This is an optimization exercise on Yosys and OpenROAD, whose aim is small area, a short achievable clock period and few clock cycles, not a production implementation. The RTL was checked by simulation tests, not by an equivalence proof against the original design. Power and IR drop assume default switching activity.

==> flow/design.v (excerpt) <==
module bale_decoder (
    input  wire        clk,
    input  wire        rst,
    input  wire        in_valid,
    output wire        in_ready,
    input  wire [7:0]  in_data,
    input  wire        in_last,
    output reg         out_valid,
    input  wire        out_ready,
    output reg  [7:0]  out_data,
    output reg         done,
    output reg         bad,
    output reg         crc_fail,
    output wire [31:0] label
);
    localparam [3:0] S_HDR   = 4'd0,
                     S_TAG   = 4'd1,
                     S_EXT0  = 4'd2,
                     S_EXT1  = 4'd3,
                     S_DATA  = 4'd4,    
                     S_DELTA = 4'd5,
                     S_PAD   = 4'd6,
                     S_TRL   = 4'd7,
                     S_DISC  = 4'd8,    
                     S_FIN   = 4'd9;    
    localparam [9:0] H_HDR   = 10'b0000000001,
                     H_TAG   = 10'b0000000010,
                     H_EXT0  = 10'b0000000100,
                     H_EXT1  = 10'b0000001000,
                     H_DATA  = 10'b0000010000,
                     H_DELTA = 10'b0000100000,
                     H_PAD   = 10'b0001000000,
                     H_TRL   = 10'b0010000000,
                     H_DISC  = 10'b0100000000,
                     H_FIN   = 10'b1000000000;
    localparam [31:0] CRC_RESIDUE = 32'hB798B438;
    reg [9:0]  st;
    reg [3:0]  hcnt;           
    reg        form;           
    reg        fmt_err;
    reg        szbad;          
    reg [16:0] crem;           
    reg [16:0] brem;           
    reg [31:0] label_r;
    reg [3:0]  pos9;           
    reg        tdelta;         
    reg        x64;            
    reg [15:0] trem;           
    reg [1:0]  fidx;           
    reg        tz;             
    reg        dchk;           
    reg [17:0] dx;             
    reg        dxv;
    reg [4:0]  dw;             
    reg [24:0] ib;             
    reg [4:0]  ibcnt;          
    reg [5:0]  ib1;            
    reg [6:0]  ib2;            
    reg [35:0] hist;
    reg [4:0]  pend;           
    reg        p_le4;          
    reg        p_z;            
    reg [31:0] crc;
    assign label = label_r;
    reg    vpend;
    wire   crc_err  = (crc != CRC_RESIDUE);
    function [31:0] crc32c_byte;
        input [31:0] c;
        input [7:0]  b;
        integer k;
        reg [31:0] x;
  ...
Size in the first run: roughly 1900 cells after synthesis, roughly 270 flip-flops, about 58 I/O pins, roughly 18000 um^2 of cells after synthesis.
==> flow/config.mk <==
export PLATFORM = sky130hd
export DESIGN_NAME = bale_decoder
export DESIGN_NICKNAME = bale_decoder
export VERILOG_FILES = /design/flow/design.v
export SDC_FILE = /design/flow/constraint.sdc
export NUM_CORES = 4
export LEC_CHECK = 0
export CAP_MARGIN = 20
export CORE_MARGIN = 2
export CORE_UTILIZATION = 40
export CTS_BUF_LIST = sky130_fd_sc_hd__clkbuf_8
export SLEW_MARGIN = 20
export TNS_END_PERCENT = 0
==> flow/constraint.sdc <==
create_clock -name core_clock -period 9.0 [get_ports {clk}]
set_input_delay 1.8000 -clock core_clock [delete_from_list [all_inputs] [get_ports {clk}]]
set_output_delay 1.8000 -clock core_clock [all_outputs]
set_load 0.01 [all_outputs]
standard.sh (not shown) runs the stock make flow with config.mk's settings and CLKGATE_MAP_FILE= SYNTH_SCRIPT=/design/flow/synth_recipe.tcl, a recipe that flattens the netlist after the stock synthesis.
==> flow/flow/run.sh <==
#!/bin/bash
# The standard layout (standard.sh: standard synthesis through finish),
# with the port buffers that placement inserts on every input and output
# made plain sky130 buf_2 cells instead of the slower delay-buffer cell the
# resizer picks by default, and the setup repair aimed 6 ns above the
# clock period's slack. Make's full output goes to standard.log here; each
# ORFS step also keeps its own log under orfs/logs.
set -euo pipefail
export BUFFER_PORTS_ARGS="-buffer_cell sky130_fd_sc_hd__buf_2"
export SETUP_SLACK_MARGIN=6
bash standard.sh > standard.log 2>&1
Testbench counts at the start, summed over its fixed seeds: cycles 122,630.
Then changed:
--- a/flow/config.mk
+++ b/flow/config.mk
@@ -10,2 +10,2 @@
-export CORE_UTILIZATION = 40
-export CTS_BUF_LIST = sky130_fd_sc_hd__clkbuf_8
+export CORE_UTILIZATION = 50
+export CTS_BUF_LIST = sky130_fd_sc_hd__clkbuf_8 sky130_fd_sc_hd__clkbuf_16
The new run finished clean. Synthesized cell count is unchanged. Final area decreases by 0.71%. Count of clock-buffer cells in the layout decreases by 21. Final cell count decreases by 6.1%.
Then changed:
--- a/flow/config.mk
+++ b/flow/config.mk
@@ -10,2 +10,2 @@
-export CORE_UTILIZATION = 50
-export CTS_BUF_LIST = sky130_fd_sc_hd__clkbuf_8 sky130_fd_sc_hd__clkbuf_16
+export CORE_UTILIZATION = 55
+export CTS_BUF_LIST = sky130_fd_sc_hd__clkbuf_8
After rerunning:
- setup slack gets worse by 0.19 ns
- utilization came out higher by 4.3 points
- hold slack hardly moves

* * *

Another version of the RTL of bale_decoder (not shown whole).
For scale: ~1800 cells after synthesis, roughly 210 flip-flops, roughly 16000 sq um of cells after synthesis.
// bale_decoder
module bale_decoder (
    input  wire        clk,
    input  wire        rst,
    input  wire        in_valid,
    output wire        in_ready,
    input  wire [7:0]  in_data,
    input  wire        in_last,
    output wire        out_valid,
    input  wire        out_ready,
    output wire [7:0]  out_data,
    output reg         done,
    output wire        bad,
    output wire        crc_fail,
    output wire [31:0] label
);
export LEC_CHECK = 0
export CAP_MARGIN = 20
export CORE_MARGIN = 2
export CORE_UTILIZATION = 40
export CTS_BUF_LIST = sky130_fd_sc_hd__clkbuf_8
export SETUP_SLACK_MARGIN = 5
export SLEW_MARGIN = 20
export TNS_END_PERCENT = 0
create_clock -name core_clock -period 9.0 [get_ports {clk}]
==> flow/flow/run.sh <==
#!/bin/bash
# The standard layout (standard.sh: standard synthesis through finish),
# with the port buffers that placement inserts on every input and output
# made plain sky130 buf_2 cells instead of the slower delay-buffer cell the
# resizer picks by default. Make's full output goes to standard.log here;
# each ORFS step also keeps its own log under orfs/logs.
set -euo pipefail
export BUFFER_PORTS_ARGS="-buffer_cell sky130_fd_sc_hd__buf_2"
bash standard.sh > standard.log 2>&1
Testbench counts at the start, summed over its fixed seeds: cycles 123,047.
Then changed:
==> flow/run.sh (new file) <==
#!/bin/bash
# synth_recipe.tcl (not shown) runs the flow's synth.tcl, then flattens the netlist and writes it again
# the make line also repeats each setting of config.mk as NAME=value (left out here)
make -C /OpenROAD-flow-scripts/flow DESIGN_CONFIG=/design/flow/config.mk WORK_HOME=/design/flow/orfs CLKGATE_MAP_FILE= SYNTH_SCRIPT=/design/flow/synth_recipe.tcl finish
--- a/flow/config.mk
+++ b/flow/config.mk
@@ -6,9 +6,8 @@
 export NUM_CORES = 4
 export LEC_CHECK = 0
+export ABC_CLOCK_PERIOD_IN_PS = 4500
 export CAP_MARGIN = 20
 export CORE_MARGIN = 2
 export CORE_UTILIZATION = 40
-export CTS_BUF_LIST = sky130_fd_sc_hd__clkbuf_8
-export SETUP_SLACK_MARGIN = 5
+export SETUP_SLACK_MARGIN = 4
 export SLEW_MARGIN = 20
-export TNS_END_PERCENT = 0
removed: flow/flow/run.sh
removed: flow/standard.sh
Result: Final area shrinks by about 0.5%. Setup slack degrades by 500 ps. Routed wire length goes down by 2.1%. Total power rises by 2.8%. Cell count falls by 1.8%.
Then changed:
--- a/flow/config.mk
+++ b/flow/config.mk
@@ -6,8 +6,7 @@
 export NUM_CORES = 4
 export LEC_CHECK = 0
-export ABC_CLOCK_PERIOD_IN_PS = 4500
 export CAP_MARGIN = 20
 export CORE_MARGIN = 2
-export CORE_UTILIZATION = 40
-export SETUP_SLACK_MARGIN = 4
+export CORE_UTILIZATION = 65
+export SETUP_SLACK_MARGIN = 5
 export SLEW_MARGIN = 20
Outcome:
- The changed run went through all stages and came out clean
- worst setup slack gains 590 ps
- clock power falls by 2.8%
- synthesized cell count stays the same
- cell area rises by 10%
- critical path depth rises by 4
- via count rises by 13%
- non-clock buffer count rises by 124
- power rises by 5.3%
- clock-buffer cell count falls by 3
- area after synthesis does not change
- die area falls by 38%
Then changed:
--- a/flow/config.mk
+++ b/flow/config.mk
@@ -8,5 +8,5 @@
 export CAP_MARGIN = 20
 export CORE_MARGIN = 2
-export CORE_UTILIZATION = 65
+export CORE_UTILIZATION = 40
 export SETUP_SLACK_MARGIN = 5
 export SLEW_MARGIN = 20
After rerunning: Sequential power stays flat; clock skew grows by 6.9 ps; wire length came out lower by 9.4%; power decreases by about 1.5%; synthesized area is unchanged; global-route usage decreases by 18 points; utilization went down by 32 points; count of clock-buffer cells in the layout is lower by 1.
Then changed:
--- a/flow/config.mk
+++ b/flow/config.mk
@@ -11,2 +11,3 @@
 export SETUP_SLACK_MARGIN = 5
 export SLEW_MARGIN = 20
+export TNS_END_PERCENT = 5
What happened: Synthesized cell count stays the same. Maximum frequency increases by 0.89%. Power hardly moves. Design area is lower by 2.2%. Routed wire length falls by 1.0%. Setup slack improved by 38 ps. Global-route usage climbs by 0.17 points. Clock skew increases by 8.2 ps. Cell count went down by 1.6%. Sequential power hardly moves. Die area is unchanged.

## re-timing with driven ports
No port has a modelled driver above. Below, the same layouts with a new extraction and two added sets of constraints. Step 1: set_driving_cell puts a clkbuf_16 on clk and a buf_2 on each other input, an assumption about the parent block. Step 2 also shifts input and output timing later by t, the mid clock arrival at the registers, as if the neighbouring blocks saw the same clock. a / b / c = no drivers / after step 1 / after step 2; a / b = the first two.
run | t, ns | slack for setup (ns) | worst hold slack (ns) | worst register clock-pin slew, ns
the first run of note 1 | 0.671 | 5.795 / 5.774 / 5.104 | 0.440 / 0.440 / 0.440 | 0.07 / 0.07
the second run of note 1 | 0.635 | 5.736 / 5.721 / 5.110 | 0.433 / 0.433 / 0.433 | 0.07 / 0.07
the third run of note 1 | 0.663 | 5.547 / 5.564 / 4.901 | 0.430 / 0.430 / 0.430 | 0.07 / 0.07
the first run of note 2 | 0.601 | 4.627 / 4.575 / 4.159 | 0.467 / 0.467 / 0.467 | 0.06 / 0.06
the second run of note 2 | 0.572 | 4.123 / 4.073 / 3.714 | 0.459 / 0.459 / 0.459 | 0.06 / 0.06
the third run of note 2 | 0.587 | 4.708 / 4.659 / 4.388 | 0.459 / 0.459 / 0.459 | 0.06 / 0.06
the fourth run of note 2 | 0.575 | 4.686 / 4.635 / 4.522 | 0.466 / 0.466 / 0.466 | 0.07 / 0.07
the fifth run of note 2 | 0.578 | 4.725 / 4.673 / 4.262 | 0.460 / 0.460 / 0.460 | 0.07 / 0.07
After both steps every run listed still meets setup and hold. For the first run of note 1, which loses most, drivers alone change the setup slack by -0.021 ns; drivers and shift together by -0.691 ns.
